Source: an optimization exercise on an open RTL-to-GDS flow (aim: small area, a short achievable clock period and few clock cycles per item). Production flows keep margins and buffers that such runs may drop.
In this exercise RTL edits were held to simulation tests only and were not proved equivalent to the original.

File: design.v
module rs528_decoder (
  input  wire       clk,
  input  wire       rst,
  input  wire       in_valid,
  output wire       in_ready,
  input  wire [9:0] in_sym,
  output reg        out_valid,
  output reg  [9:0] out_err,
  output reg        res_valid,
  output reg  [1:0] res_status,
  output reg  [3:0] res_count
);
function [9:0] gf_mul;
  input [9:0] a;
  input [9:0] b;
  reg   [18:0] p;
  integer i;
  begin
    p = 19'd0;
    for (i = 0; i < 10; i = i + 1)
      if (b[i]) p = p ^ ({9'd0, a} << i);
    for (i = 18; i >= 10; i = i - 1)
      if (p[i]) p = p ^ (19'h409 << (i - 10));
    gf_mul = p[9:0];
  end
endfunction
function [9:0] alpha_pow;
  input integer j;
  begin
    case (j)
      0: alpha_pow = 10'd1;    1: alpha_pow = 10'd2;    2: alpha_pow = 10'd4;
      3: alpha_pow = 10'd8;    4: alpha_pow = 10'd16;   5: alpha_pow = 10'd32;
      6: alpha_pow = 10'd64;   7: alpha_pow = 10'd128;  8: alpha_pow = 10'd256;
      9: alpha_pow = 10'd512;  10: alpha_pow = 10'd9;   11: alpha_pow = 10'd18;
      12: alpha_pow = 10'd36;  13: alpha_pow = 10'd72;  14: alpha_pow = 10'd144;
      default: alpha_pow = 10'd288;
    endcase
  end
endfunction
function [9:0] scale_c;
  input [3:0] h;
  begin
    case (h)
      4'd0:  scale_c = 10'd1;    4'd1:  scale_c = 10'd699;  4'd2:  scale_c = 10'd206;
      4'd3:  scale_c = 10'd680;  4'd4:  scale_c = 10'd224;  4'd5:  scale_c = 10'd769;
      4'd6:  scale_c = 10'd459;  4'd7:  scale_c = 10'd58;   4'd8:  scale_c = 10'd189;
      4'd9:  scale_c = 10'd744;  4'd10: scale_c = 10'd851;  4'd11: scale_c = 10'd237;
      4'd12: scale_c = 10'd689;  4'd13: scale_c = 10'd68;   4'd14: scale_c = 10'd333;
      default: scale_c = 10'd212;
    endcase
  end
endfunction
function [4:0] gf5_mul;
  input [4:0] a;
  input [4:0] b;
  reg   [8:0] q;
  integer i;
  begin
    q = 9'd0;
    for (i = 0; i < 5; i = i + 1)
      if (b[i]) q = q ^ ({4'd0, a} << i);
    for (i = 8; i >= 5; i = i - 1)
      if (q[i]) q = q ^ (9'd41 << (i - 5));
    gf5_mul = q[4:0];
  end
endfunction
function [4:0] gf5_inv;
  input [4:0] a;
  begin
    case (a)
      5'd0: gf5_inv = 5'd0;
      5'd1: gf5_inv = 5'd1;
      5'd2: gf5_inv = 5'd20;
      5'd3: gf5_inv = 5'd24;
      5'd4: gf5_inv = 5'd10;
      5'd5: gf5_inv = 5'd8;
      5'd6: gf5_inv = 5'd12;
      5'd7: gf5_inv = 5'd29;
      5'd8: gf5_inv = 5'd5;
      5'd9: gf5_inv = 5'd11;
      5'd10: gf5_inv = 5'd4;
      5'd11: gf5_inv = 5'd9;
      5'd12: gf5_inv = 5'd6;
      5'd13: gf5_inv = 5'd28;
      5'd14: gf5_inv = 5'd26;
      5'd15: gf5_inv = 5'd31;
      5'd16: gf5_inv = 5'd22;
      5'd17: gf5_inv = 5'd18;
      5'd18: gf5_inv = 5'd17;
      5'd19: gf5_inv = 5'd23;
      5'd20: gf5_inv = 5'd2;
      5'd21: gf5_inv = 5'd25;
      5'd22: gf5_inv = 5'd16;
      5'd23: gf5_inv = 5'd19;
      5'd24: gf5_inv = 5'd3;
      5'd25: gf5_inv = 5'd21;
      5'd26: gf5_inv = 5'd14;
      5'd27: gf5_inv = 5'd30;
      5'd28: gf5_inv = 5'd13;
      5'd29: gf5_inv = 5'd7;
      5'd30: gf5_inv = 5'd27;
      default: gf5_inv = 5'd15;
    endcase
  end
endfunction
function [9:0] gf_to_c;
  input [9:0] a;
  begin
    gf_to_c[0] = a[0] ^ a[5] ^ a[7] ^ a[8];
    gf_to_c[1] = a[1] ^ a[2] ^ a[6] ^ a[7] ^ a[8] ^ a[9];
    gf_to_c[2] = a[1];
    gf_to_c[3] = a[3] ^ a[5] ^ a[6];
    gf_to_c[4] = a[3] ^ a[6] ^ a[7] ^ a[9];
    gf_to_c[5] = a[7];
    gf_to_c[6] = a[2] ^ a[3] ^ a[4];
    gf_to_c[7] = a[4] ^ a[6] ^ a[7] ^ a[8] ^ a[9];
    gf_to_c[8] = a[1] ^ a[3] ^ a[4] ^ a[6] ^ a[8];
    gf_to_c[9] = a[2] ^ a[3] ^ a[4] ^ a[5] ^ a[7] ^ a[8] ^ a[9];
  end
endfunction
function [9:0] gf_from_c;
  input [9:0] c;
  begin
    gf_from_c[0] = c[0] ^ c[1] ^ c[5] ^ c[8] ^ c[9];
    gf_from_c[1] = c[2];
    gf_from_c[2] = c[3] ^ c[7] ^ c[9];
    gf_from_c[3] = c[1] ^ c[2] ^ c[6] ^ c[7];
    gf_from_c[4] = c[1] ^ c[2] ^ c[3] ^ c[9];
    gf_from_c[5] = c[1] ^ c[3] ^ c[4] ^ c[6] ^ c[8];
    gf_from_c[6] = c[2] ^ c[4] ^ c[7] ^ c[8];
    gf_from_c[7] = c[5];
    gf_from_c[8] = c[3] ^ c[4] ^ c[6] ^ c[9];
    gf_from_c[9] = c[1] ^ c[5] ^ c[6] ^ c[8];
  end
endfunction
function [4:0] gf_norm;
  input [9:0] c;
  reg [4:0] s, t;
  begin
    s[0] = c[5+0] ^ c[5+2];
    s[1] = c[5+0] ^ c[5+1] ^ c[5+3] ^ c[5+4];
    s[2] = c[5+0] ^ c[5+1] ^ c[5+3];
    s[3] = c[5+1] ^ c[5+4];
    s[4] = c[5+0] ^ c[5+2] ^ c[5+3];
    t[0] = c[0];
    t[1] = c[3] ^ c[4];
    t[2] = c[1];
    t[3] = c[4];
    t[4] = c[2] ^ c[3] ^ c[4];
    gf_norm = s ^ t ^ gf5_mul(c[9:5], c[4:0]);
  end
endfunction
function [9:0] gf_cinv;
  input [9:0] c;
  input [4:0] ni;
  begin
    gf_cinv = {gf5_mul(c[9:5], ni), gf5_mul(c[9:5] ^ c[4:0], ni)};
  end
endfunction
function [9:0] gf_inv;
  input [9:0] a;
  reg [9:0] c;
  begin
    c = gf_to_c(a);
    gf_inv = gf_from_c(gf_cinv(c, gf5_inv(gf_norm(c))));
  end
endfunction
  localparam N = 528;
  localparam K = 512;
  integer j;
  assign in_ready = 1'b1;
  reg       f_q;            
  reg [9:0] sym_q;
  always @(posedge clk) begin
    f_q   <= in_valid && !rst;
    sym_q <= in_sym;
  end
  reg [9:0] syn [0:15];
  reg [9:0] s_cnt;
  reg       s_done;         
  always @(posedge clk) begin
    if (rst) begin
      s_cnt  <= 10'd0;
      s_done <= 1'b0;
    end else begin
      s_done <= f_q && (s_cnt == N - 1);
      if (f_q)
        s_cnt <= (s_cnt == N - 1) ? 10'd0 : s_cnt + 10'd1;
    end
  end
  always @(posedge clk) begin
    if (f_q)
      for (j = 0; j < 16; j = j + 1)
        syn[j] <= ((s_cnt == 10'd0) ? 10'd0 : gf_mul(syn[j], alpha_pow(j))) ^ sym_q;
  end
  reg [9:0] bs  [0:15];
  reg [9:0] lr  [0:7];
  reg [9:0] l0;             
  reg [9:0] bf  [0:8];
  reg [9:0] gam;            
  reg [9:0] dlt;            
  reg [4:0] bl;             
  reg       b_fail;         
  reg       b_jmp;          
  reg       b_busy;
  reg [1:0] b_ph;           
  reg [4:0] b_c;            
  reg [3:0] b_r;            
  wire ph_sc = (b_ph == 2'd0);
  wire ph_bm = (b_ph == 2'd1);
  wire ph_om = (b_ph == 2'd2);
  wire p1    = (b_c <= 5'd8);               
  wire c8    = (b_c == 5'd8);
  wire c16   = (b_c == 5'd16);
  wire [9:0] lsel = c8 ? l0 : lr[0];
  wire       om_mask = ph_om && ({1'b0, b_c[3:0]} + {1'b0, b_r} < 5'd8);
  wire [9:0] m1a = (ph_bm && !p1) ? gam : bs[0];
  wire [9:0] m1b = ph_sc ? scale_c(b_c[3:0] + 4'd8) :
                   !p1   ? dlt :
                   om_mask ? 10'd0 : lsel;
  wire [9:0] m1  = gf_mul(m1a, m1b);
  wire [9:0] m2a = p1 ? lsel : bf[0];
  wire [9:0] m2b = !ph_bm ? 10'd0 : p1 ? gam : dlt;
  wire [9:0] m2  = gf_mul(m2a, m2b);
  wire [4:0] bl_next = {1'b0, b_r} + 5'd1 - bl;
  wire       jump    = (dlt != 10'd0) && ({bl, 1'b0} <= {2'b0, b_r});
  wire b_fin = b_busy && (b_ph == 2'd3);
  wire [9:0] bs_in = (b_busy && ph_sc)        ? m1  :
                     (b_busy && ph_om && c16) ? dlt : bs[0];
  always @(posedge clk) begin
    if (s_done) begin
      for (j = 0; j < 16; j = j + 1)
        bs[j] <= syn[(j + 8) % 16];
    end else begin
      for (j = 0; j < 15; j = j + 1)
        bs[j] <= bs[j+1];
      bs[15] <= bs_in;
    end
  end
  wire lr_turn = ph_sc ? (b_c < 5'd8) : ph_bm ? !c8 : ph_om ? (b_c < 5'd8) : 1'b0;
  wire [9:0] lr_in = ((ph_bm && !p1) || ph_om ? lr[0] : 10'd0) ^ m2;
  always @(posedge clk) begin
    if (b_busy && lr_turn) begin
      for (j = 0; j < 7; j = j + 1)
        lr[j] <= lr[j+1];
      lr[7] <= lr_in;
    end
  end
  wire bf_turn = ph_sc ? (b_c < 5'd9) : ph_bm ? (b_c < 5'd2 || !p1) : 1'b0;
  wire [9:0] bf_in = ph_bm && b_c == 5'd0 && b_jmp ? l0 :
                     ph_bm && b_c >= 5'd10         ? (b_jmp ? lr[0] : bf[0]) : 10'd0;
  always @(posedge clk) begin
    if (b_busy && bf_turn) begin
      for (j = 0; j < 8; j = j + 1)
        bf[j] <= bf[j+1];
      bf[8] <= bf_in;
    end
  end
  always @(posedge clk) begin
    if (rst) begin
      b_busy <= 1'b0;
    end else if (s_done) begin
      b_busy <= 1'b1;
      b_ph   <= 2'd0;
      b_c    <= 5'd0;
    end else if (b_busy) begin
      if (ph_sc) begin
        l0     <= 10'd1;
        gam    <= 10'd1;
        bl     <= 5'd0;
        b_fail <= 1'b0;
        b_jmp  <= 1'b1;
        b_c    <= b_c + 5'd1;
        if (b_c == 5'd15) begin
          b_ph <= 2'd1;
          b_c  <= 5'd0;
          b_r  <= 4'd0;
        end
      end else if (ph_bm || ph_om) begin
        if (p1)
          dlt <= ((b_c == 5'd0) ? 10'd0 : dlt) ^ m1;
        if (ph_bm && c8)
          l0 <= m2;
        if (ph_bm && b_c == 5'd9) begin
          b_jmp <= jump;
          if (jump) begin
            bl  <= bl_next;
            gam <= m1;
            if (bl_next > 5'd8)
              b_fail <= 1'b1;
          end
        end
        b_c <= b_c + 5'd1;
        if (c16) begin
          b_c <= 5'd0;
          b_r <= b_r + 4'd1;
          if (ph_bm && b_r == 4'd15) begin
            b_ph <= 2'd2;
            b_r  <= 4'd0;
          end
          if (ph_om && b_r == 4'd7)
            b_ph <= 2'd3;
        end
      end else begin
        b_busy <= 1'b0;
      end
    end
  end
  reg [9:0] cl  [0:8];      
  reg [9:0] co  [0:7];      
  reg [4:0] c_l;
  reg       c_fail;
  reg [4:0] roots;
  reg [9:0] c_cnt;          
  reg       c_busy;
  always @(posedge clk) begin
    if (b_fin) begin
      cl[0] <= l0;
      for (j = 1; j < 9; j = j + 1)
        cl[j] <= lr[8-j];
      for (j = 0; j < 8; j = j + 1)
        co[j] <= bs[8+j];
    end else begin
      for (j = 1; j < 9; j = j + 1)
        cl[j] <= gf_mul(cl[j], alpha_pow(j));
      for (j = 1; j < 8; j = j + 1)
        co[j] <= gf_mul(co[j], alpha_pow(j));
    end
  end
  reg [9:0] lam_val, lam_odd, om_val;
  always @(*) begin
    lam_val = 10'd0;
    lam_odd = 10'd0;
    om_val  = 10'd0;
    for (j = 0; j < 9; j = j + 1) begin
      lam_val = lam_val ^ cl[j];
      if (j % 2 == 1)
        lam_odd = lam_odd ^ cl[j];
    end
    for (j = 0; j < 8; j = j + 1)
      om_val = om_val ^ co[j];
  end
  wire       is_root    = (lam_val == 10'd0);
  wire [4:0] roots_next = ((c_cnt == 10'd0) ? 5'd0 : roots) + {4'd0, is_root};
  reg       v1, d1, r1, e1;
  reg [9:0] lo1, om1;
  reg       v2, d2, r2, e2;
  reg [9:0] cc2, om2;
  reg [4:0] ni2;
  always @(posedge clk) begin
    if (rst) begin
      c_busy <= 1'b0;
      v1 <= 1'b0; e1 <= 1'b0;
      v2 <= 1'b0; e2 <= 1'b0;
      out_valid <= 1'b0;
      res_valid <= 1'b0;
    end else begin
      if (c_busy) begin
        c_cnt <= c_cnt + 10'd1;
        roots <= roots_next;
        if (c_cnt == N - 1) begin
          c_busy <= 1'b0;
          if (c_l == 5'd0) begin
            res_status <= 2'd0;
            res_count  <= 4'd0;
          end else if (!c_fail && roots_next == c_l) begin
            res_status <= 2'd1;
            res_count  <= c_l[3:0];
          end else begin
            res_status <= 2'd2;
            res_count  <= 4'd0;
          end
        end
      end
      if (b_fin) begin
        c_busy <= 1'b1;
        c_cnt  <= 10'd0;
        c_l    <= bl;
        c_fail <= b_fail;
      end
      v1 <= c_busy && (c_cnt < K);
      e1 <= c_busy && (c_cnt == N - 1);
      v2 <= v1;
      e2 <= e1;
      out_valid <= v2;
      res_valid <= e2;
    end
  end
  always @(posedge clk) begin
    r1  <= is_root;
    lo1 <= lam_odd;
    om1 <= om_val;
    r2  <= r1;
    om2 <= om1;
    cc2 <= gf_to_c(lo1);
    ni2 <= gf5_inv(gf_norm(gf_to_c(lo1)));
    out_err <= r2 ? gf_mul(gf_from_c(gf_cinv(cc2, ni2)), om2) : 10'd0;
  end
endmodule
function [9:0] gf_mul;
  input [9:0] a;
  input [9:0] b;
  reg   [18:0] p;
  integer i;
  begin
    p = 19'd0;
    for (i = 0; i < 10; i = i + 1)
      if (b[i]) p = p ^ ({9'd0, a} << i);
    for (i = 18; i >= 10; i = i - 1)
      if (p[i]) p = p ^ (19'h409 << (i - 10));
    gf_mul = p[9:0];
  end
endfunction
function [9:0] alpha_pow;
  input integer j;
  begin
    case (j)
      0: alpha_pow = 10'd1;    1: alpha_pow = 10'd2;    2: alpha_pow = 10'd4;
      3: alpha_pow = 10'd8;    4: alpha_pow = 10'd16;   5: alpha_pow = 10'd32;
      6: alpha_pow = 10'd64;   7: alpha_pow = 10'd128;  8: alpha_pow = 10'd256;
      9: alpha_pow = 10'd512;  10: alpha_pow = 10'd9;   11: alpha_pow = 10'd18;
      12: alpha_pow = 10'd36;  13: alpha_pow = 10'd72;  14: alpha_pow = 10'd144;
      default: alpha_pow = 10'd288;
    endcase
  end
endfunction
function [9:0] scale_c;
  input [3:0] h;
  begin
    case (h)
      4'd0:  scale_c = 10'd1;    4'd1:  scale_c = 10'd699;  4'd2:  scale_c = 10'd206;
      4'd3:  scale_c = 10'd680;  4'd4:  scale_c = 10'd224;  4'd5:  scale_c = 10'd769;
      4'd6:  scale_c = 10'd459;  4'd7:  scale_c = 10'd58;   4'd8:  scale_c = 10'd189;
      4'd9:  scale_c = 10'd744;  4'd10: scale_c = 10'd851;  4'd11: scale_c = 10'd237;
      4'd12: scale_c = 10'd689;  4'd13: scale_c = 10'd68;   4'd14: scale_c = 10'd333;
      default: scale_c = 10'd212;
    endcase
  end
endfunction
function [4:0] gf5_mul;
  input [4:0] a;
  input [4:0] b;
  reg   [8:0] q;
  integer i;
  begin
    q = 9'd0;
    for (i = 0; i < 5; i = i + 1)
      if (b[i]) q = q ^ ({4'd0, a} << i);
    for (i = 8; i >= 5; i = i - 1)
      if (q[i]) q = q ^ (9'd41 << (i - 5));
    gf5_mul = q[4:0];
  end
endfunction
function [4:0] gf5_inv;
  input [4:0] a;
  begin
    case (a)
      5'd0: gf5_inv = 5'd0;
      5'd1: gf5_inv = 5'd1;
      5'd2: gf5_inv = 5'd20;
      5'd3: gf5_inv = 5'd24;
      5'd4: gf5_inv = 5'd10;
      5'd5: gf5_inv = 5'd8;
      5'd6: gf5_inv = 5'd12;
      5'd7: gf5_inv = 5'd29;
      5'd8: gf5_inv = 5'd5;
      5'd9: gf5_inv = 5'd11;
      5'd10: gf5_inv = 5'd4;
      5'd11: gf5_inv = 5'd9;
      5'd12: gf5_inv = 5'd6;
      5'd13: gf5_inv = 5'd28;
      5'd14: gf5_inv = 5'd26;
      5'd15: gf5_inv = 5'd31;
      5'd16: gf5_inv = 5'd22;
      5'd17: gf5_inv = 5'd18;
      5'd18: gf5_inv = 5'd17;
      5'd19: gf5_inv = 5'd23;
      5'd20: gf5_inv = 5'd2;
      5'd21: gf5_inv = 5'd25;
      5'd22: gf5_inv = 5'd16;
      5'd23: gf5_inv = 5'd19;
      5'd24: gf5_inv = 5'd3;
      5'd25: gf5_inv = 5'd21;
      5'd26: gf5_inv = 5'd14;
      5'd27: gf5_inv = 5'd30;
      5'd28: gf5_inv = 5'd13;
      5'd29: gf5_inv = 5'd7;
      5'd30: gf5_inv = 5'd27;
      default: gf5_inv = 5'd15;
    endcase
  end
endfunction
function [9:0] gf_to_c;
  input [9:0] a;
  begin
    gf_to_c[0] = a[0] ^ a[5] ^ a[7] ^ a[8];
    gf_to_c[1] = a[1] ^ a[2] ^ a[6] ^ a[7] ^ a[8] ^ a[9];
    gf_to_c[2] = a[1];
    gf_to_c[3] = a[3] ^ a[5] ^ a[6];
    gf_to_c[4] = a[3] ^ a[6] ^ a[7] ^ a[9];
    gf_to_c[5] = a[7];
    gf_to_c[6] = a[2] ^ a[3] ^ a[4];
    gf_to_c[7] = a[4] ^ a[6] ^ a[7] ^ a[8] ^ a[9];
    gf_to_c[8] = a[1] ^ a[3] ^ a[4] ^ a[6] ^ a[8];
    gf_to_c[9] = a[2] ^ a[3] ^ a[4] ^ a[5] ^ a[7] ^ a[8] ^ a[9];
  end
endfunction
function [9:0] gf_from_c;
  input [9:0] c;
  begin
    gf_from_c[0] = c[0] ^ c[1] ^ c[5] ^ c[8] ^ c[9];
    gf_from_c[1] = c[2];
    gf_from_c[2] = c[3] ^ c[7] ^ c[9];
    gf_from_c[3] = c[1] ^ c[2] ^ c[6] ^ c[7];
    gf_from_c[4] = c[1] ^ c[2] ^ c[3] ^ c[9];
    gf_from_c[5] = c[1] ^ c[3] ^ c[4] ^ c[6] ^ c[8];
    gf_from_c[6] = c[2] ^ c[4] ^ c[7] ^ c[8];
    gf_from_c[7] = c[5];
    gf_from_c[8] = c[3] ^ c[4] ^ c[6] ^ c[9];
    gf_from_c[9] = c[1] ^ c[5] ^ c[6] ^ c[8];
  end
endfunction
function [4:0] gf_norm;
  input [9:0] c;
  reg [4:0] s, t;
  begin
    s[0] = c[5+0] ^ c[5+2];
    s[1] = c[5+0] ^ c[5+1] ^ c[5+3] ^ c[5+4];
    s[2] = c[5+0] ^ c[5+1] ^ c[5+3];
    s[3] = c[5+1] ^ c[5+4];
    s[4] = c[5+0] ^ c[5+2] ^ c[5+3];
    t[0] = c[0];
    t[1] = c[3] ^ c[4];
    t[2] = c[1];
    t[3] = c[4];
    t[4] = c[2] ^ c[3] ^ c[4];
    gf_norm = s ^ t ^ gf5_mul(c[9:5], c[4:0]);
  end
endfunction
function [9:0] gf_cinv;
  input [9:0] c;
  input [4:0] ni;
  begin
    gf_cinv = {gf5_mul(c[9:5], ni), gf5_mul(c[9:5] ^ c[4:0], ni)};
  end
endfunction
function [9:0] gf_inv;
  input [9:0] a;
  reg [9:0] c;
  begin
    c = gf_to_c(a);
    gf_inv = gf_from_c(gf_cinv(c, gf5_inv(gf_norm(c))));
  end
endfunction
File: run.sh
#!/bin/bash
# synth_recipe.tcl (not shown) runs the flow's synth.tcl, then flattens the netlist and writes it again
# the make line also repeats each setting of config.mk as NAME=value (left out here)
make -C /OpenROAD-flow-scripts/flow DESIGN_CONFIG=/design/flow/config.mk WORK_HOME=/design/flow/orfs CLKGATE_MAP_FILE= SYNTH_SCRIPT=/design/flow/synth_recipe.tcl finish
File: config.mk
export PLATFORM = sky130hd
export DESIGN_NAME = rs528_decoder
export DESIGN_NICKNAME = rs528_decoder
export VERILOG_FILES = /design/flow/design.v
export SDC_FILE = /design/flow/constraint.sdc
export NUM_CORES = 8
export LEC_CHECK = 0
export CAP_MARGIN = 40
export CORE_MARGIN = 2
export CORE_UTILIZATION = 40
export SLEW_MARGIN = 40
export SYNTH_MEMORY_MAX_BITS = 16384
File: constraint.sdc
create_clock -name core_clock -period 10.0 [get_ports {clk}]
set_input_delay 2.0000 -clock core_clock [delete_from_list [all_inputs] [get_ports {clk}]]
set_output_delay 2.0000 -clock core_clock [all_outputs]
set_load 0.01 [all_outputs]
==> impl_metrics.env, run 1 <==
export IMPL_crit_fanout=24
export IMPL_grt_pass1_wl_mm=142
export IMPL_die_h_um=316
export IMPL_drt_iter0_markers=2032
export IMPL_via_per_inst=4.88
export IMPL_slew_violations=0
export IMPL_area_growth_pct=11.9
export IMPL_cts_tree="yes"
export IMPL_post_route_min_period_ns=5.04
export IMPL_path_cells="inv_1 -> ha_1 -> nand2b_1 -> a21o_1 -> nand2_1 -> mux2i_2 -> nor2_1 -> xnor2_1 -> xnor2_1 -> xnor2_1 -> xnor2_1 -> xnor2_1 -> nand3_1 -> a22o_1"
export IMPL_netlist_area_um2=39000
export IMPL_synthesis_nets=3672
export IMPL_crit_reg2reg_capture="bs[15][4]"
export IMPL_setup_worst_path_end_class="register"
export IMPL_synth_seq_cells=822
export IMPL_drv_cap=0
export IMPL_hp_class="reg2reg"
export IMPL_synth_edff_count=425
export IMPL_hold_start="om1[8]"
export IMPL_grt_max_degree=96
export IMPL_ant_nets=0
export IMPL_die_area_um2=100000
export IMPL_dr_pass1_iters=5
export IMPL_clock_sinks=822
export IMPL_ys_seq_area_share_pct=53.1
export IMPL_ff2ff_path_depth=14
export IMPL_mostFrequentLayoutCells="nand2_1 (751), xnor2_1 (683), edfxtp_1 (425)"
export IMPL_arrival_ns=5.60
export IMPL_clockBufferDepth=3
export IMPL_worst_setup_path_type="reg2reg"
export IMPL_drive_gt1_share_pct=10.4
export IMPL_period_share_pct=50.4
export IMPL_crit_family="XOR/XNOR gates"
export IMPL_yosysWarnings=7
export IMPL_multi_input_area_um2=17600
export IMPL_wl_per_cell_um=18.2
export IMPL_dp_hpwl_mm=60.7
export IMPL_max_freq_mhz=198
export IMPL_regArea_um2=20700
export IMPL_synth_async_reset_ratio_pct=0
export IMPL_rsz0062_at_grt="false"
export IMPL_port_buffers=30
export IMPL_avgSynthCellArea_um2=10.8
export IMPL_fillCellCount=9020
export IMPL_cp_slowest_stage_delay_ns=0.78
export IMPL_cts_setup_buffers=0
export IMPL_fin_skew_ns=0.0280
export IMPL_worstPathRequired_ns=10.56
export IMPL_routed_wl_mm=90.4
export IMPL_fp_dieW_um=316
export IMPL_holdPathEnd="om2[8]"
export IMPL_final_common_cell="nand2_1"
export IMPL_cts_buffers=87
export IMPL_r2r_slack_ns=4.96
export IMPL_tightest_slew_ns=0.800
export IMPL_hold_buffers=0
export IMPL_post_route_util_pct=45.1
export IMPL_htree_levels=3
export IMPL_place_gp_congestion=0.848
export IMPL_syn_instance_count=3618
export IMPL_grt_pass1_vias=23957
export IMPL_maxSlewHeadroom_pct=46.6
export IMPL_hold_viol_final=0
export IMPL_cts_resized=0
export IMPL_clock_latency_ns=0.66
export IMPL_critPathLaunch="b_c[1]"
export IMPL_cp_buffers_inverters=1
export IMPL_num_vias=24195
export IMPL_root_buffer="clkbuf_16"
export IMPL_core_area_um2=96700
export IMPL_diodes=0
export IMPL_tns_ns=0
export IMPL_clk_pin_slew_ns=0.06
export IMPL_io_pin_count=32
export IMPL_status="timing/DRC/antenna clean"
export IMPL_initial_core_util_pct=40.3
export IMPL_cp_slowest_cell="mux2i_2"
export IMPL_overflow=0
export IMPL_grt_usage_pct=18.2
export IMPL_rows=114
export IMPL_critPathMostFrequentCell="xnor2_1"
export IMPL_worstHoldPathCells=0
export IMPL_worst_setup_path_start_kind="register"
export IMPL_ys_types=68
export IMPL_grt_antenna_before_repair=1
export IMPL_reg2reg_from="b_c[1]"
export IMPL_drc=0
export IMPL_synth_flop_cell="edfxtp_1"
export IMPL_setup_viol=0
export IMPL_num_nets_final=3667
-- final cells by class --
| class | count | area share [%] |
|---|---|---|
| Sequential cell | 822 | 47.5 |
| Multi-Input combinational cell | 2588 | 40.4 |
| Clock buffer | 122 | 5.69 |
| Tap cell | 1276 | 3.66 |
| Timing Repair Buffer | 69 | 1.44 |
| Clock inverter | 41 | 0.924 |
| Inverter | 45 | 0.399 |
-- cells in the mapped netlist, types with 5 or more instances --
| library cell | n | share of area (%) |
|---|---|---|
| nand3_1 | 28 | 0.36 |
| nor2_1 | 270 | 2.6 |
| a21oi_1 | 40 | 0.51 |
| nor3_1 | 11 | 0.14 |
| mux2i_1 | 31 | 0.80 |
| ha_1 | 40 | 1.3 |
| mux2_2 | 156 | 4.5 |
| a32oi_1 | 5 | 0.11 |
| clkbuf_1 | 136 | 1.3 |
| or4_1 | 6 | 0.12 |
| a21o_1 | 10 | 0.19 |
| inv_1 | 45 | 0.43 |
| nand2_1 | 753 | 7.3 |
| xor2_1 | 220 | 4.9 |
| a31oi_1 | 12 | 0.19 |
| o22ai_1 | 11 | 0.18 |
| nor2b_1 | 25 | 0.40 |
| edfxtp_1 | 425 | 33 |
| dfxtp_1 | 397 | 20 |
| a22oi_1 | 7 | 0.13 |
| or3_1 | 5 | 0.080 |
| xnor2_1 | 687 | 15 |
| xnor3_1 | 19 | 1.1 |
| buf_2 | 5 | 0.064 |
| a22o_1 | 6 | 0.13 |
| and3_1 | 10 | 0.16 |
| nand4_1 | 6 | 0.096 |
| nand2b_1 | 21 | 0.34 |
| buf_1 | 19 | 0.18 |
| o221ai_1 | 7 | 0.16 |
| o21ai_0 | 111 | 1.4 |
| and2_1 | 28 | 0.45 |
-- cells by family (layout without fill, tap and decap cells) --
family,count (synthesis),after routing,synth area share (%)
other,1,1,0.00962
muxes,189,189,5.42
AOI/OAI and AO/OA,238,238,3.64
buffers and inverters,208,277,2.05
adders and majority gates,41,41,1.34
and+or+nand+nor,1181,1181,12.4
xor gates and xnor gates,938,938,22.1
DFF,822,822,53.1
-- how the worst max path moves through the flow --
stage	end	slack (ns)	cells past startpoint
after floorplan	bf[0][0]	1.35	8
after CTS	bs[15][3]	4.79	14
after global routing	bs[15][7]	4.48	14
final	bs[15][4]	4.96	14
after global placement	bs[15][3]	5.07	14
after detailed placement	bs[15][3]	4.80	14
-- worst reg2reg max path, delay by kind of cell (launching register included) --
family                   cells  cell delay, ns
XOR/XNOR                     5            1.13
adder cells (fa/ha/maj)      1            0.31
AO/OA/AOI/OAI                2            0.86
AND/OR/NAND/NOR              4            1.12
multiplexers                 1            0.78
buffers and inverters        1            0.20
flip-flops                   1            0.54
-- metal layers --
| layer | GRT usage, % | wire, µm | vias to the layer above |
|---|---|---|---|
| li1 | - | - | 11878 |
| met1 | 26.4 | 43200 | 11676 |
| met2 | 28.7 | 41200 | 501 |
| met3 | 2.30 | 3890 | 140 |
| met4 | 5.06 | 2100 | 0 |
| met5 | 0 | 0 | - |
-- registers in the layout, indices dropped and copies added, names as in the netlist, 80 cells and up --
register	flops
syn	160
bs	160
co	80
lr	80
bf	90
cl	90
-- through the flow --
stage	hold WS [ns]	setup slack (ns)	instances	instance area [µm²]
2_1_floorplan	0.310	1.35	3618	39000
3_3_place_gp	0.310	5.07	4800	40600
3_5_place_dp	0.312	4.80	4800	40700
4_1_cts	0.325	4.79	4963	43600
5_1_grt	0.332	4.48	4963	43600
6_report	0.325	4.96	4963	43600
Testbench counts, summed over its fixed seeds: cycles 176,624, items 320.
==> inputs of run 2 (changes only) <==
--- a/design.v
+++ b/design.v
@@ -159,2 +159,24 @@
 endfunction
+function [9:0] gf_cmulconj;
+  input [9:0] o;
+  input [9:0] c;
+  reg [4:0] s, u, t_nu;
+  begin
+    s = gf5_mul(o[4:0], c[4:0] ^ c[9:5]);
+    u = gf5_mul(o[9:5], c[9:5]);
+    t_nu[0] = u[0] ^ u[1] ^ u[4];
+    t_nu[1] = u[0] ^ u[1] ^ u[2];
+    t_nu[2] = u[0] ^ u[1] ^ u[2] ^ u[3];
+    t_nu[3] = u[2] ^ u[3];
+    t_nu[4] = u[0] ^ u[3] ^ u[4];
+    gf_cmulconj = {gf5_mul(o[9:5] ^ o[4:0], c[4:0]) ^ s, s ^ t_nu};
+  end
+endfunction
+function [9:0] gf_cscale;
+  input [9:0] pc;
+  input [4:0] ni;
+  begin
+    gf_cscale = {gf5_mul(pc[9:5], ni), gf5_mul(pc[4:0], ni)};
+  end
+endfunction
 function [9:0] gf_inv;
@@ -180,10 +202,17 @@
   reg       s_done;         
+  reg       s_first;        
+  reg       s_last;         
   always @(posedge clk) begin
     if (rst) begin
-      s_cnt  <= 10'd0;
-      s_done <= 1'b0;
+      s_cnt   <= 10'd0;
+      s_done  <= 1'b0;
+      s_first <= 1'b1;
+      s_last  <= 1'b0;
     end else begin
-      s_done <= f_q && (s_cnt == N - 1);
-      if (f_q)
-        s_cnt <= (s_cnt == N - 1) ? 10'd0 : s_cnt + 10'd1;
+      s_done <= f_q && s_last;
+      if (f_q) begin
+        s_cnt   <= s_last ? 10'd0 : s_cnt + 10'd1;
+        s_first <= s_last;
+        s_last  <= (s_cnt == N - 2);
+      end
     end
@@ -193,3 +222,3 @@
       for (j = 0; j < 16; j = j + 1)
-        syn[j] <= ((s_cnt == 10'd0) ? 10'd0 : gf_mul(syn[j], alpha_pow(j))) ^ sym_q;
+        syn[j] <= (s_first ? 10'd0 : gf_mul(syn[j], alpha_pow(j))) ^ sym_q;
   end
@@ -208,17 +237,80 @@
   reg [3:0] b_r;            
-  wire ph_sc = (b_ph == 2'd0);
-  wire ph_bm = (b_ph == 2'd1);
-  wire ph_om = (b_ph == 2'd2);
-  wire p1    = (b_c <= 5'd8);               
-  wire c8    = (b_c == 5'd8);
-  wire c16   = (b_c == 5'd16);
-  wire [9:0] lsel = c8 ? l0 : lr[0];
-  wire       om_mask = ph_om && ({1'b0, b_c[3:0]} + {1'b0, b_r} < 5'd8);
-  wire [9:0] m1a = (ph_bm && !p1) ? gam : bs[0];
-  wire [9:0] m1b = ph_sc ? scale_c(b_c[3:0] + 4'd8) :
-                   !p1   ? dlt :
-                   om_mask ? 10'd0 : lsel;
+  reg       nx_busy;
+  reg [1:0] nx_ph;
+  reg [4:0] nx_c;
+  reg [3:0] nx_r;
+  always @(*) begin
+    nx_busy = b_busy;
+    nx_ph   = b_ph;
+    nx_c    = b_c + 5'd1;
+    nx_r    = b_r;
+    if (s_done) begin
+      nx_busy = 1'b1;
+      nx_ph   = 2'd0;
+      nx_c    = 5'd0;
+    end else if (b_ph == 2'd0) begin
+      if (b_c == 5'd15) begin
+        nx_ph = 2'd1;
+        nx_c  = 5'd0;
+        nx_r  = 4'd0;
+      end
+    end else if (b_ph != 2'd3) begin
+      if (b_c == 5'd16) begin
+        nx_c = 5'd0;
+        nx_r = b_r + 4'd1;
+        if (b_ph == 2'd1 && b_r == 4'd15) begin
+          nx_ph = 2'd2;
+          nx_r  = 4'd0;
+        end
+        if (b_ph == 2'd2 && b_r == 4'd7)
+          nx_ph = 2'd3;
+      end
+    end else begin
+      nx_busy = 1'b0;
+    end
+    if (rst)
+      nx_busy = 1'b0;
+  end
+  reg       q_sc;           
+  reg       q_bm1, q_bm2;   
+  reg       q_om1, q_om;    
+  reg       q_c0, q_c8, q_c9;
+  reg       q_ls;           
+  reg       q_om16;         
+  reg       q_lrt, q_bft;   
+  reg       q_bfl0, q_bfh;  
+  reg       q_fin;          
+  reg [9:0] q_scl;          
+  always @(posedge clk) begin
+    b_busy <= nx_busy;
+    b_ph   <= nx_ph;
+    b_c    <= nx_c;
+    b_r    <= nx_r;
+    q_sc   <= nx_busy && nx_ph == 2'd0;
+    q_bm1  <= nx_busy && nx_ph == 2'd1 && nx_c <= 5'd8;
+    q_bm2  <= nx_busy && nx_ph == 2'd1 && nx_c >= 5'd9;
+    q_om1  <= nx_busy && nx_ph == 2'd2 && nx_c <= 5'd8;
+    q_om   <= nx_busy && nx_ph == 2'd2;
+    q_c0   <= nx_c == 5'd0;
+    q_c8   <= nx_c == 5'd8;
+    q_c9   <= nx_busy && nx_ph == 2'd1 && nx_c == 5'd9;
+    q_ls   <= nx_busy && nx_c <= 5'd8 &&
+              (nx_ph == 2'd1 || (nx_ph == 2'd2 && {1'b0, nx_c[3:0]} + {1'b0, nx_r} >= 5'd8));
+    q_om16 <= nx_busy && nx_ph == 2'd2 && nx_c == 5'd16;
+    q_lrt  <= nx_busy && (nx_ph == 2'd0 ? nx_c < 5'd8 :
+                          nx_ph == 2'd1 ? nx_c != 5'd8 :
+                          nx_ph == 2'd2 ? nx_c < 5'd8 : 1'b0);
+    q_bft  <= nx_busy && (nx_ph == 2'd0 ? nx_c < 5'd9 :
+                          nx_ph == 2'd1 ? (nx_c < 5'd2 || nx_c >= 5'd9) : 1'b0);
+    q_bfl0 <= nx_ph == 2'd1 && nx_c == 5'd0;
+    q_bfh  <= nx_ph == 2'd1 && nx_c >= 5'd10;
+    q_fin  <= nx_busy && nx_ph == 2'd3;
+    q_scl  <= scale_c(nx_c[3:0] + 4'd8);
+  end
+  wire [9:0] lsel = q_c8 ? l0 : lr[0];
+  wire [9:0] m1a = q_bm2 ? gam : bs[0];
+  wire [9:0] m1b = q_sc ? q_scl : q_bm2 ? dlt : q_ls ? lsel : 10'd0;
   wire [9:0] m1  = gf_mul(m1a, m1b);
-  wire [9:0] m2a = p1 ? lsel : bf[0];
-  wire [9:0] m2b = !ph_bm ? 10'd0 : p1 ? gam : dlt;
+  wire [9:0] m2a = q_bm2 ? bf[0] : lsel;
+  wire [9:0] m2b = q_bm1 ? gam : q_bm2 ? dlt : 10'd0;
   wire [9:0] m2  = gf_mul(m2a, m2b);
@@ -226,5 +318,4 @@
   wire       jump    = (dlt != 10'd0) && ({bl, 1'b0} <= {2'b0, b_r});
-  wire b_fin = b_busy && (b_ph == 2'd3);
-  wire [9:0] bs_in = (b_busy && ph_sc)        ? m1  :
-                     (b_busy && ph_om && c16) ? dlt : bs[0];
+  wire b_fin = q_fin;
+  wire [9:0] bs_in = q_sc ? m1 : q_om16 ? dlt : bs[0];
   always @(posedge clk) begin
@@ -239,6 +330,5 @@
   end
-  wire lr_turn = ph_sc ? (b_c < 5'd8) : ph_bm ? !c8 : ph_om ? (b_c < 5'd8) : 1'b0;
-  wire [9:0] lr_in = ((ph_bm && !p1) || ph_om ? lr[0] : 10'd0) ^ m2;
+  wire [9:0] lr_in = ((q_bm2 || q_om) ? lr[0] : 10'd0) ^ m2;
   always @(posedge clk) begin
-    if (b_busy && lr_turn) begin
+    if (q_lrt) begin
       for (j = 0; j < 7; j = j + 1)
@@ -248,7 +338,6 @@
   end
-  wire bf_turn = ph_sc ? (b_c < 5'd9) : ph_bm ? (b_c < 5'd2 || !p1) : 1'b0;
-  wire [9:0] bf_in = ph_bm && b_c == 5'd0 && b_jmp ? l0 :
-                     ph_bm && b_c >= 5'd10         ? (b_jmp ? lr[0] : bf[0]) : 10'd0;
+  wire [9:0] bf_in = (q_bfl0 && b_jmp) ? l0 :
+                     q_bfh ? (b_jmp ? lr[0] : bf[0]) : 10'd0;
   always @(posedge clk) begin
-    if (b_busy && bf_turn) begin
+    if (q_bft) begin
       for (j = 0; j < 8; j = j + 1)
@@ -259,48 +348,20 @@
   always @(posedge clk) begin
-    if (rst) begin
-      b_busy <= 1'b0;
-    end else if (s_done) begin
-      b_busy <= 1'b1;
-      b_ph   <= 2'd0;
-      b_c    <= 5'd0;
-    end else if (b_busy) begin
-      if (ph_sc) begin
-        l0     <= 10'd1;
-        gam    <= 10'd1;
-        bl     <= 5'd0;
-        b_fail <= 1'b0;
-        b_jmp  <= 1'b1;
-        b_c    <= b_c + 5'd1;
-        if (b_c == 5'd15) begin
-          b_ph <= 2'd1;
-          b_c  <= 5'd0;
-          b_r  <= 4'd0;
-        end
-      end else if (ph_bm || ph_om) begin
-        if (p1)
-          dlt <= ((b_c == 5'd0) ? 10'd0 : dlt) ^ m1;
-        if (ph_bm && c8)
-          l0 <= m2;
-        if (ph_bm && b_c == 5'd9) begin
-          b_jmp <= jump;
-          if (jump) begin
-            bl  <= bl_next;
-            gam <= m1;
-            if (bl_next > 5'd8)
-              b_fail <= 1'b1;
-          end
-        end
-        b_c <= b_c + 5'd1;
-        if (c16) begin
-          b_c <= 5'd0;
-          b_r <= b_r + 4'd1;
-          if (ph_bm && b_r == 4'd15) begin
-            b_ph <= 2'd2;
-            b_r  <= 4'd0;
-          end
-          if (ph_om && b_r == 4'd7)
-            b_ph <= 2'd3;
-        end
-      end else begin
-        b_busy <= 1'b0;
+    if (q_sc) begin
+      l0     <= 10'd1;
+      gam    <= 10'd1;
+      bl     <= 5'd0;
+      b_fail <= 1'b0;
+      b_jmp  <= 1'b1;
+    end
+    if (q_bm1 || q_om1)
+      dlt <= (q_c0 ? 10'd0 : dlt) ^ m1;
+    if (q_bm1 && q_c8)
+      l0 <= m2;
+    if (q_c9) begin
+      b_jmp <= jump;
+      if (jump) begin
+        bl  <= bl_next;
+        gam <= m1;
+        if (bl_next > 5'd8)
+          b_fail <= 1'b1;
       end
@@ -342,9 +403,7 @@
   end
-  wire       is_root    = (lam_val == 10'd0);
-  wire [4:0] roots_next = ((c_cnt == 10'd0) ? 5'd0 : roots) + {4'd0, is_root};
-  reg       v1, d1, r1, e1;
+  reg       a1, f1, v1, e1, r1;
   reg [9:0] lo1, om1;
-  reg       v2, d2, r2, e2;
-  reg [9:0] cc2, om2;
-  reg [4:0] ni2;
+  reg       v2, e2, r2;
+  reg [9:0] p2;
+  reg [4:0] n2;
   always @(posedge clk) begin
@@ -352,3 +411,3 @@
       c_busy <= 1'b0;
-      v1 <= 1'b0; e1 <= 1'b0;
+      a1 <= 1'b0; v1 <= 1'b0; e1 <= 1'b0;
       v2 <= 1'b0; e2 <= 1'b0;
@@ -359,16 +418,4 @@
         c_cnt <= c_cnt + 10'd1;
-        roots <= roots_next;
-        if (c_cnt == N - 1) begin
+        if (c_cnt == N - 1)
           c_busy <= 1'b0;
-          if (c_l == 5'd0) begin
-            res_status <= 2'd0;
-            res_count  <= 4'd0;
-          end else if (!c_fail && roots_next == c_l) begin
-            res_status <= 2'd1;
-            res_count  <= c_l[3:0];
-          end else begin
-            res_status <= 2'd2;
-            res_count  <= 4'd0;
-          end
-        end
       end
@@ -377,5 +424,4 @@
         c_cnt  <= 10'd0;
-        c_l    <= bl;
-        c_fail <= b_fail;
       end
+      a1 <= c_busy;
       v1 <= c_busy && (c_cnt < K);
@@ -389,10 +435,28 @@
   always @(posedge clk) begin
-    r1  <= is_root;
-    lo1 <= lam_odd;
-    om1 <= om_val;
+    if (c_busy && c_cnt == 10'd3) begin
+      c_l    <= bl;
+      c_fail <= b_fail;
+    end
+    f1  <= (c_cnt == 10'd0);
+    r1  <= (lam_val == 10'd0);
+    lo1 <= gf_to_c(lam_odd);
+    om1 <= gf_to_c(om_val);
+    if (a1)
+      roots <= (f1 ? 5'd0 : roots) + {4'd0, r1};
     r2  <= r1;
-    om2 <= om1;
-    cc2 <= gf_to_c(lo1);
-    ni2 <= gf5_inv(gf_norm(gf_to_c(lo1)));
-    out_err <= r2 ? gf_mul(gf_from_c(gf_cinv(cc2, ni2)), om2) : 10'd0;
+    p2  <= gf_cmulconj(om1, lo1);
+    n2  <= gf_norm(lo1);
+    out_err <= r2 ? gf_from_c(gf_cscale(p2, gf5_inv(n2))) : 10'd0;
+    if (e2) begin
+      if (c_l == 5'd0) begin
+        res_status <= 2'd0;
+        res_count  <= 4'd0;
+      end else if (!c_fail && roots == c_l) begin
+        res_status <= 2'd1;
+        res_count  <= c_l[3:0];
+      end else begin
+        res_status <= 2'd2;
+        res_count  <= 4'd0;
+      end
+    end
   end
@@ -545,2 +609,24 @@
   end
+endfunction
+function [9:0] gf_cmulconj;
+  input [9:0] o;
+  input [9:0] c;
+  reg [4:0] s, u, t_nu;
+  begin
+    s = gf5_mul(o[4:0], c[4:0] ^ c[9:5]);
+    u = gf5_mul(o[9:5], c[9:5]);
+    t_nu[0] = u[0] ^ u[1] ^ u[4];
+    t_nu[1] = u[0] ^ u[1] ^ u[2];
+    t_nu[2] = u[0] ^ u[1] ^ u[2] ^ u[3];
+    t_nu[3] = u[2] ^ u[3];
+    t_nu[4] = u[0] ^ u[3] ^ u[4];
+    gf_cmulconj = {gf5_mul(o[9:5] ^ o[4:0], c[4:0]) ^ s, s ^ t_nu};
+  end
+endfunction
+function [9:0] gf_cscale;
+  input [9:0] pc;
+  input [4:0] ni;
+  begin
+    gf_cscale = {gf5_mul(pc[9:5], ni), gf5_mul(pc[4:0], ni)};
+  end
 endfunction
==> run 2 against run 1 <==
Still clean on timing, DRC and antenna. Fmax grew 43%. Cell count decreased by 4.1%. Sequential cell count up 19. Sequential share of layout area about the same. Routed wire length is 3.7% lower. Clock skew up 0.010 ns. Worst hold slack improved by 0.085 ns. First-iteration DRC count decreased by 18%. Core utilization is 0.31 points lower.
==> impl_metrics.env, run 2 <==
export IMPL_arrival_ns=1.51
export IMPL_clock_latency_ns=0.66
export IMPL_max_freq_mhz=285
export IMPL_die_area_um2=101000
export IMPL_synth_top_cells_by_area="edfxtp_1 (30%), dfxtp_1 (23%), xnor2_1 (15%)"
export IMPL_hp_class="reg2reg"
export IMPL_synth_common_cells="xnor2_1 (660), dfxtp_1 (443), edfxtp_1 (398)"
export IMPL_dp_cells=4600
export IMPL_cts_setup_buffers=0
export IMPL_dr_pass1_iters=5
export IMPL_place_gp_congestion=0.862
export IMPL_ff2ff_path_depth=9
export IMPL_hold_buffers=0
export IMPL_grt_pass1_wl_mm=136
export IMPL_port_buffers=30
export IMPL_hold_start="bf[8][0]"
export IMPL_drt_iter0_markers=1667
export IMPL_core_area_um2=98000
export IMPL_worst_setup_path_type="reg2out"
export IMPL_num_nets_final=3457
export IMPL_cp_slowest_stage_delay_ns=0.55
export IMPL_fin_skew_ns=0.0384
export IMPL_status="timing/DRC/antenna clean"
export IMPL_crit_fanout=1
export IMPL_grt_antenna_before_repair=2
export IMPL_clockBufferDepth=3
export IMPL_num_vias=23104
export IMPL_crit_family="buffers and inverters"
export IMPL_mostFrequentLayoutCells="xnor2_1 (659), dfxtp_1 (432), edfxtp_1 (398)"
export IMPL_synth_flop_cell="dfxtp_1"
export IMPL_overflow=0
export IMPL_drv_cap=0
export IMPL_yosysMostFrequentCell="xnor2_1"
export IMPL_root_buffer="clkbuf_16"
export IMPL_holdPathEnd="bf[7][0]"
export IMPL_r2r_slack_ns=6.52
export IMPL_cts_resized=0
export IMPL_post_route_min_period_ns=3.51
export IMPL_synth_async_reset_ratio_pct=0
export IMPL_cp_slowest_cell="clkdlybuf4s50_1"
export IMPL_avgSynthCellArea_um2=11.5
export IMPL_worstHoldPathCells=0
export IMPL_synth_xor_area_share_pct=21.9
export IMPL_syn_instance_count=3412
export IMPL_path_cells="clkdlybuf4s50_1"
export IMPL_routed_wl_mm=87.1
export IMPL_cts_buffers=86
export IMPL_synthesis_nets=3467
export IMPL_fp_dieW_um=318
export IMPL_tightest_slew_ns=0.844
export IMPL_ant_nets=0
export IMPL_maxSlewHeadroom_pct=43.7
export IMPL_clk_pin_slew_ns=0.06
export IMPL_hold_viol_final=0
export IMPL_period_share_pct=35.1
export IMPL_io_pin_count=32
export IMPL_synth_top_area_cell="edfxtp_1"
export IMPL_rows=115
export IMPL_yosysWarnings=7
export IMPL_initial_core_util_pct=40.2
export IMPL_rsz0062_at_grt="false"
export IMPL_muxShareOfSynthArea_pct=8.29
export IMPL_yosysTopAreaCellShare_pct=30.3
export IMPL_via_per_inst=4.85
export IMPL_synth_compound_area_share_pct=3.82
export IMPL_cts_tree="yes"
export IMPL_grt_max_degree=100
export IMPL_worst_setup_path_start_kind="register"
export IMPL_synth_seq_cells=841
export IMPL_clock_sinks=841
export IMPL_drive_gt1_share_pct=13.2
export IMPL_drc=0
export IMPL_slew_violations=0
export IMPL_final_common_cell="xnor2_1"
export IMPL_diodes=0
export IMPL_synth_edff_count=398
export IMPL_synth_simple_gate_area_share_pct=9.74
export IMPL_crit_reg2reg_capture="dlt[0]"
export IMPL_reg_top3="bs: 160 flops, syn: 160 flops"
export IMPL_dp_hpwl_mm=58.7
export IMPL_die_h_um=318
export IMPL_reg2reg_from="q_sc"
export IMPL_netlist_area_um2=39400
export IMPL_worstPathRequired_ns=8.00
export IMPL_tns_ns=0
export IMPL_setup_viol=0
export IMPL_htree_levels=3
export IMPL_synth_top_family_by_area="XOR/XNOR gates"
export IMPL_setup_worst_path_end_class="primary output"
export IMPL_finalNonFillerCells=4760
export IMPL_grt_usage_pct=17.1
export IMPL_synthAdderAreaFrac_pct=1.37
export IMPL_cp_buffers_inverters=1
export IMPL_area_growth_pct=11.4
export IMPL_ys_seq_area_share_pct=52.8
export IMPL_grt_pass1_vias=23088
export IMPL_ys_types=64
export IMPL_wl_per_cell_um=18.3
-- run 2: changes by cell type in the layout (fill, tap and decap cells not counted), sizes merged, moves of 25 or more --
cell,before,now
nand2b,21,80
nand2,754,385
mux2,156,265
edfxtp,425,398
xnor2,690,665
dfxtp,397,443
-- run 2: metal layers --
metal | vias to the layer above | part of all wire [%] | global-route usage, %
met5 | - | 0.015 | 0
met4 | 2 | 2.6 | 5.27
met3 | 130 | 4.0 | 2.41
met2 | 443 | 45 | 26.6
met1 | 11191 | 49 | 24.7
li1 | 11338 | - | -
-- run 2: cell type report --
| cell class | count | area (µm²) |
|---|---|---|
| clock buffer | 117 | 2420 |
| inverter | 57 | 214 |
| clock inverter | 42 | 480 |
| timing repair buffer | 54 | 536 |
| tap | 1287 | 1610 |
| multi-input combinational | 2362 | 17800 |
| sequential | 841 | 20800 |
| fill | 9052 | 54100 |
-- run 2: metrics by stage --
stage | utilization (%) | cell area [µm²] | worst slack [ns] | hold WS (ns)
6_report | 44.8 | 43900 | 6.49 | 0.410
5_1_grt | 44.8 | 43900 | 6.32 | 0.421
4_1_cts | 44.8 | 43900 | 6.42 | 0.416
3_5_place_dp | 41.8 | 41000 | 6.36 | 0.405
3_3_place_gp | 41.8 | 40900 | 6.37 | 0.401
2_1_floorplan | - | 39400 | 4.66 | 0.337
-- run 2: kinds of logic (layout without fill, tap and decap cells) --
group / Yosys count / in the layout
compound gates: 224 / 224
xor+xnor: 934 / 934
fa+ha+maj: 42 / 42
buf+inv: 209 / 270
flops: 841 / 841
mux: 292 / 292
other cells: 1 / 1
simple gates: 869 / 869
-- run 2: worst max path at each step --
stage          startpoint         to  slack [ns]  cells past startpoint
2_1_floorplan         f_q   s_cnt[6]        4.66                      3
3_3_place_gp          rst   c_cnt[0]        6.37                      3
3_5_place_dp          rst   c_cnt[8]        6.36                      3
4_1_cts         out_valid  out_valid        6.42                      1
5_1_grt            b_c[0]       q_ls        6.32                     11
6_report        out_valid  out_valid        6.49                      1
Testbench counts of run 2, summed over its fixed seeds: cycles 176,624, items 320.
==> inputs of run 3 (changes only) <==
--- a/design.v
+++ b/design.v
@@ -224,5 +224,4 @@
   end
-  reg [9:0] bs  [0:15];
-  reg [9:0] lr  [0:7];
-  reg [9:0] l0;             
+  reg [9:0] bs  [0:16];
+  reg [9:0] lr  [0:8];
   reg [9:0] bf  [0:8];
@@ -251,3 +250,3 @@
     end else if (b_ph == 2'd0) begin
-      if (b_c == 5'd15) begin
+      if (b_c == 5'd16) begin
         nx_ph = 2'd1;
@@ -257,3 +256,3 @@
     end else if (b_ph != 2'd3) begin
-      if (b_c == 5'd16) begin
+      if (b_c == 5'd17) begin
         nx_c = 5'd0;
@@ -264,3 +263,3 @@
         end
-        if (b_ph == 2'd2 && b_r == 4'd7)
+        if (b_ph == 2'd2 && b_r == 4'd8)
           nx_ph = 2'd3;
@@ -273,11 +272,9 @@
   end
-  reg       q_sc;           
-  reg       q_bm1, q_bm2;   
-  reg       q_om1, q_om;    
-  reg       q_c0, q_c8, q_c9;
-  reg       q_ls;           
-  reg       q_om16;         
-  reg       q_lrt, q_bft;   
-  reg       q_bfl0, q_bfh;  
-  reg       q_fin;          
+  wire [4:0] nx_c1  = nx_c + 5'd1;
+  wire       nx_bm  = nx_busy && nx_ph == 2'd1;
+  wire       nx_om  = nx_busy && nx_ph == 2'd2;
+  wire       nx_sc  = nx_busy && nx_ph == 2'd0;
+  wire       nx_p1  = nx_c <= 5'd8;
+  reg       q_sc, q_p1, q_bm1, q_bm2, q_c0, q_c9, q_c17, q_ls, q_om16, q_fin, q_idle;
+  reg       q_lri, q_bfi;   
   reg [9:0] q_scl;          
@@ -288,28 +285,21 @@
     b_r    <= nx_r;
-    q_sc   <= nx_busy && nx_ph == 2'd0;
-    q_bm1  <= nx_busy && nx_ph == 2'd1 && nx_c <= 5'd8;
-    q_bm2  <= nx_busy && nx_ph == 2'd1 && nx_c >= 5'd9;
-    q_om1  <= nx_busy && nx_ph == 2'd2 && nx_c <= 5'd8;
-    q_om   <= nx_busy && nx_ph == 2'd2;
+    q_sc   <= nx_sc;
+    q_p1   <= (nx_bm || nx_om) && nx_p1;
+    q_bm1  <= nx_bm && nx_p1;
+    q_bm2  <= nx_bm && !nx_p1;
     q_c0   <= nx_c == 5'd0;
-    q_c8   <= nx_c == 5'd8;
-    q_c9   <= nx_busy && nx_ph == 2'd1 && nx_c == 5'd9;
-    q_ls   <= nx_busy && nx_c <= 5'd8 &&
-              (nx_ph == 2'd1 || (nx_ph == 2'd2 && {1'b0, nx_c[3:0]} + {1'b0, nx_r} >= 5'd8));
-    q_om16 <= nx_busy && nx_ph == 2'd2 && nx_c == 5'd16;
-    q_lrt  <= nx_busy && (nx_ph == 2'd0 ? nx_c < 5'd8 :
-                          nx_ph == 2'd1 ? nx_c != 5'd8 :
-                          nx_ph == 2'd2 ? nx_c < 5'd8 : 1'b0);
-    q_bft  <= nx_busy && (nx_ph == 2'd0 ? nx_c < 5'd9 :
-                          nx_ph == 2'd1 ? (nx_c < 5'd2 || nx_c >= 5'd9) : 1'b0);
-    q_bfl0 <= nx_ph == 2'd1 && nx_c == 5'd0;
-    q_bfh  <= nx_ph == 2'd1 && nx_c >= 5'd10;
+    q_c9   <= nx_bm && nx_c == 5'd9;
+    q_c17  <= nx_c == 5'd17;
+    q_ls   <= nx_p1 && (nx_bm || (nx_om && {1'b0, nx_c[3:0]} + {1'b0, nx_r} >= 5'd9));
+    q_om16 <= nx_om && nx_c == 5'd16 && nx_r != 4'd0;
     q_fin  <= nx_busy && nx_ph == 2'd3;
-    q_scl  <= scale_c(nx_c[3:0] + 4'd8);
+    q_idle <= !nx_busy;
+    q_scl  <= scale_c(nx_c < 5'd8 ? nx_c[3:0] + 4'd9 : nx_c[3:0] - 4'd8);
+    q_lri  <= nx_c1 == 5'd8 || nx_c1 == 5'd17;
+    q_bfi  <= nx_c1 == 5'd7 || nx_c1 == 5'd16;
   end
-  wire [9:0] lsel = q_c8 ? l0 : lr[0];
-  wire [9:0] m1a = q_bm2 ? gam : bs[0];
-  wire [9:0] m1b = q_sc ? q_scl : q_bm2 ? dlt : q_ls ? lsel : 10'd0;
+  wire [9:0] m1a = q_c9 ? gam : bs[0];
+  wire [9:0] m1b = q_sc ? q_scl : q_c9 ? dlt : q_ls ? lr[0] : 10'd0;
   wire [9:0] m1  = gf_mul(m1a, m1b);
-  wire [9:0] m2a = q_bm2 ? bf[0] : lsel;
+  wire [9:0] m2a = q_bm2 ? bf[0] : lr[0];
   wire [9:0] m2b = q_bm1 ? gam : q_bm2 ? dlt : 10'd0;
@@ -318,30 +308,18 @@
   wire       jump    = (dlt != 10'd0) && ({bl, 1'b0} <= {2'b0, b_r});
+  wire       jmp     = q_c9 ? jump : b_jmp;
   wire b_fin = q_fin;
-  wire [9:0] bs_in = q_sc ? m1 : q_om16 ? dlt : bs[0];
-  always @(posedge clk) begin
-    if (s_done) begin
-      for (j = 0; j < 16; j = j + 1)
-        bs[j] <= syn[(j + 8) % 16];
-    end else begin
-      for (j = 0; j < 15; j = j + 1)
-        bs[j] <= bs[j+1];
-      bs[15] <= bs_in;
-    end
-  end
-  wire [9:0] lr_in = ((q_bm2 || q_om) ? lr[0] : 10'd0) ^ m2;
-  always @(posedge clk) begin
-    if (q_lrt) begin
-      for (j = 0; j < 7; j = j + 1)
-        lr[j] <= lr[j+1];
-      lr[7] <= lr_in;
-    end
-  end
-  wire [9:0] bf_in = (q_bfl0 && b_jmp) ? l0 :
-                     q_bfh ? (b_jmp ? lr[0] : bf[0]) : 10'd0;
-  always @(posedge clk) begin
-    if (q_bft) begin
-      for (j = 0; j < 8; j = j + 1)
-        bf[j] <= bf[j+1];
-      bf[8] <= bf_in;
+  wire [9:0] bs_in = q_sc ? m1 : q_om16 ? dlt : q_idle ? 10'd0 : bs[0];
+  wire [9:0] lr_in = q_sc ? {9'd0, q_lri} : ((q_bm1 ? 10'd0 : lr[0]) ^ m2);
+  wire [9:0] bf_in = q_sc  ? {9'd0, q_bfi} :
+                     q_bm2 ? (q_c17 ? 10'd0 : jmp ? lr[1] : bf[1]) : bf[0];
+  always @(posedge clk) begin
+    for (j = 0; j < 16; j = j + 1)
+      bs[j] <= bs[j+1] | ((s_done && j != 7) ? syn[(j + 9) % 17] : 10'd0);
+    bs[16] <= bs_in | (s_done ? syn[(16 + 9) % 17] : 10'd0);
+    for (j = 0; j < 8; j = j + 1) begin
+      lr[j] <= lr[j+1];
+      bf[j] <= bf[j+1];
     end
+    lr[8] <= lr_in;
+    bf[8] <= bf_in;
   end
@@ -349,3 +327,2 @@
     if (q_sc) begin
-      l0     <= 10'd1;
       gam    <= 10'd1;
@@ -353,8 +330,5 @@
       b_fail <= 1'b0;
-      b_jmp  <= 1'b1;
     end
-    if (q_bm1 || q_om1)
+    if (q_p1)
       dlt <= (q_c0 ? 10'd0 : dlt) ^ m1;
-    if (q_bm1 && q_c8)
-      l0 <= m2;
     if (q_c9) begin
@@ -378,4 +352,3 @@
     if (b_fin) begin
-      cl[0] <= l0;
-      for (j = 1; j < 9; j = j + 1)
+      for (j = 0; j < 9; j = j + 1)
         cl[j] <= lr[8-j];
@@ -449,13 +422,11 @@
     out_err <= r2 ? gf_from_c(gf_cscale(p2, gf5_inv(n2))) : 10'd0;
-    if (e2) begin
-      if (c_l == 5'd0) begin
-        res_status <= 2'd0;
-        res_count  <= 4'd0;
-      end else if (!c_fail && roots == c_l) begin
-        res_status <= 2'd1;
-        res_count  <= c_l[3:0];
-      end else begin
-        res_status <= 2'd2;
-        res_count  <= 4'd0;
-      end
+    if (c_l == 5'd0) begin
+      res_status <= 2'd0;
+      res_count  <= 4'd0;
+    end else if (!c_fail && roots == c_l) begin
+      res_status <= 2'd1;
+      res_count  <= c_l[3:0];
+    end else begin
+      res_status <= 2'd2;
+      res_count  <= 4'd0;
     end
==> flow/run.sh (new file) <==
#!/bin/bash
# Layout flow: the standard flow (standard.sh, standard synthesis included)
# with two changes to how the layout is optimised; the design, the clock
# period and the constraints are untouched:
#  - the ports are buffered with sky130_fd_sc_hd__buf_4 instead of the
#    default buffer (a delay cell);
#  - repair_timing aims for 7 ns of setup slack at the 10 ns clock, so it
#    works on every path longer than 3 ns.
# Each step's full output goes to orfs/logs; make's own output to standard.log.
set -euo pipefail
export BUFFER_PORTS_ARGS="-buffer_cell sky130_fd_sc_hd__buf_4"
export SETUP_SLACK_MARGIN=7.0
bash standard.sh > standard.log 2>&1
==> standard.sh (new file) <==
#!/bin/bash
# synth_recipe.tcl (not shown) runs the flow's synth.tcl, then flattens the netlist and writes it again
# the make line also repeats each setting of config.mk as NAME=value (left out here)
make -C /OpenROAD-flow-scripts/flow DESIGN_CONFIG=/design/flow/config.mk WORK_HOME=/design/flow/orfs CLKGATE_MAP_FILE= SYNTH_SCRIPT=/design/flow/synth_recipe.tcl "${@:-finish}"
--- a/config.mk
+++ b/config.mk
@@ -9,3 +9,4 @@
 export CORE_MARGIN = 2
-export CORE_UTILIZATION = 40
+export CORE_UTILIZATION = 55
+export PLACE_DENSITY = 0.7
 export SLEW_MARGIN = 40
removed: run.sh
==> run 3 against run 2 <==
Clock skew fell by 0.0064 ns. Still clean. Synthesized area fell by 3.3%. Clock-buffer cell count rose by 8. Non-clock buffer count rose by 19. Critical endpoint is now res_count[3]. Critical path type unchanged. Register-to-register slack improved by 0.52 ns. Routed wire length rose by 1.4%. Synthesized cell count rose by 1.0%. Via count rose by 4.9%. Core utilization rose by 17 points. Critical path depth did not move. Global-route usage rose by 7.5 points.
==> impl_metrics.env, run 3 <==
export IMPL_ys_types=77
export IMPL_synth_top_area_cell="dfxtp_1"
export IMPL_overflow=0
export IMPL_tightest_slew_ns=0.875
export IMPL_dr_pass1_iters=5
export IMPL_clk_pin_slew_ns=0.06
export IMPL_rows=96
export IMPL_holdPathEnd="bf[3][8]"
export IMPL_cp_buffers_inverters=1
export IMPL_cp_slowest_cell="dfxtp_2"
export IMPL_cp_slowest_stage_delay_ns=0.32
export IMPL_yosysWarnings=7
export IMPL_drc=0
export IMPL_synth_async_reset_ratio_pct=0
export IMPL_drive_gt1_share_pct=12.7
export IMPL_port_buffers=30
export IMPL_hold_start="bf[4][8]"
export IMPL_fin_skew_ns=0.0320
export IMPL_post_route_min_period_ns=3.08
export IMPL_hp_class="reg2reg"
export IMPL_path_cells="buf_6"
export IMPL_die_area_um2=71400
export IMPL_largest_register_ffs=170
export IMPL_mostFrequentLayoutCells="xnor2_1 (653), dfxtp_1 (596), nand2_1 (264)"
export IMPL_root_buffer="clkbuf_16"
export IMPL_via_per_inst=5.44
export IMPL_placed_area_um2=39100
export IMPL_multi_input_area_um2=18500
export IMPL_final_common_cell="xnor2_1"
export IMPL_hold_viol_final=0
export IMPL_max_freq_mhz=325
export IMPL_worstPathRequired_ns=8.00
export IMPL_finalHoldWorstSlack_ns=0.326
export IMPL_crit_family="flip-flops"
export IMPL_ys_seq_area_share_pct=50.2
export IMPL_status="timing/DRC/antenna clean"
export IMPL_clock_sinks=849
export IMPL_avgSynthCellArea_um2=11.0
export IMPL_initial_core_util_pct=55.5
export IMPL_maxSlewHeadroom_pct=41.7
export IMPL_area_growth_pct=11.9
export IMPL_synth_edff_count=211
export IMPL_setup_worst_path_end_class="primary output"
export IMPL_worst_setup_path_type="reg2out"
export IMPL_drv_cap=0
export IMPL_fp_dieW_um=267
export IMPL_crit_fanout=1
export IMPL_fin_area_um2=42600
export IMPL_worstHoldPathCells=0
export IMPL_crit_reg2reg_capture="q_ls"
export IMPL_yosysTopAreaCellShare_pct=33.5
export IMPL_synth_seq_cells=849
export IMPL_io_pin_count=32
export IMPL_clockBufferDepth=3
export IMPL_netlist_area_um2=38100
export IMPL_top_register="bs"
export IMPL_synth_common_cells="xnor2_1 (658), dfxtp_1 (638), nand2_1 (266)"
export IMPL_grt_pass1_wl_mm=138
export IMPL_setup_slack_ns=6.92
export IMPL_ff2ff_path_depth=13
export IMPL_routed_wl_mm=88.2
export IMPL_arrival_ns=1.08
export IMPL_yosysMostFrequentCell="xnor2_1"
export IMPL_pre_cts_ws_ns=6.50
export IMPL_dp_hpwl_mm=59.9
export IMPL_hold_buffers=0
export IMPL_fillCellCount=5408
export IMPL_htree_levels=3
export IMPL_grt_pass1_vias=24164
-- run 3: routing by layer --
layer,vias to the layer above,global-route usage (%),routed length [µm]
met5,-,0,0
met4,0,7.21,2110
met3,152,3.13,3740
met2,637,40.1,41700
met1,11881,34.4,40700
li1,11576,-,-
-- run 3: repair_timing --
item	in CTS	in global routing
setup endpoints to repair	64	51
pin swaps	3	9
setup buffers	1	16
resized for setup	62	47
-- run 3: cells by family (layout without fill, tap and decap cells) --
| logic type | after synthesis | count (layout) | synth area share [%] |
|---|---|---|---|
| mux | 148 | 148 | 4.42 |
| flops | 849 | 849 | 50.2 |
| fa+ha+maj | 47 | 47 | 1.58 |
| xor+xnor | 941 | 941 | 22.9 |
| compound gates | 528 | 528 | 9.37 |
| other cells | 1 | 1 | 0.00985 |
| buf+inv | 199 | 275 | 2.22 |
| simple gates | 734 | 734 | 9.33 |
-- run 3: area by class of cell --
type	instances	share of cell area (%)
clock buffer	125	5.82
clock inverter	34	1.10
timing repair buffer	73	1.60
inverter	43	0.379
sequential	849	45.0
tap	931	2.73
multi-input combinational	2399	43.3
-- run 3: worst max path at each step --
stage                       from      endpoint  cells past startpoint
floorplan                 b_c[0]      q_scl[9]                     13
global placement            q_c9     bs[16][5]                      7
detailed placement        b_c[0]          q_ls                     14
CTS                       b_c[1]          q_ls                     15
global route              b_c[1]          q_ls                     15
finish              res_count[3]  res_count[3]                      1
-- run 3: metrics by stage --
| stage | cells | utilization [%] |
|---|---|---|
| floorplan | 3447 | - |
| finish | 4454 | 62.1 |
| global route | 4454 | 62.1 |
| global placement | 4277 | 56.9 |
| detailed placement | 4278 | 57.0 |
| CTS | 4438 | 61.7 |
Testbench counts of run 3, summed over its fixed seeds: cycles 176,968, items 320.

==> what the ideal ports hide <==
The flow's constraints put no driver on any port. The routed layouts listed below were extracted and timed again, unchanged, in two steps.
Step 1, drivers: a clkbuf_16 drives clk and a buf_2 each remaining input, both assumed.
Step 2, shift: input delay + t, output delay - t, t = (earliest + latest rising clock arrival at the registers) / 2. This alone moves slack from input paths to output paths.
Three values: ideal, step 1, step 2; two values: the first two.
run	t (ns)	slack for setup (ns)	hold WS [ns]	worst setup path after step 2	slew at the worst register clock pin (ns)
run 1	0.714	4.960 / 4.960 / 4.960	0.325 / 0.325 / 0.325	register to register	0.06 / 0.06
run 2	0.701	6.487 / 6.424 / 6.373	0.410 / 0.410 / 0.410	input to register	0.07 / 0.07
run 3	0.695	6.925 / 6.862 / 6.808	0.326 / 0.326 / 0.326	input to register	0.07 / 0.07
After both steps every run listed still meets setup and hold. The setup slack of run 3, which loses most, moves by -0.063 ns with the drivers and by -0.117 ns with both steps.
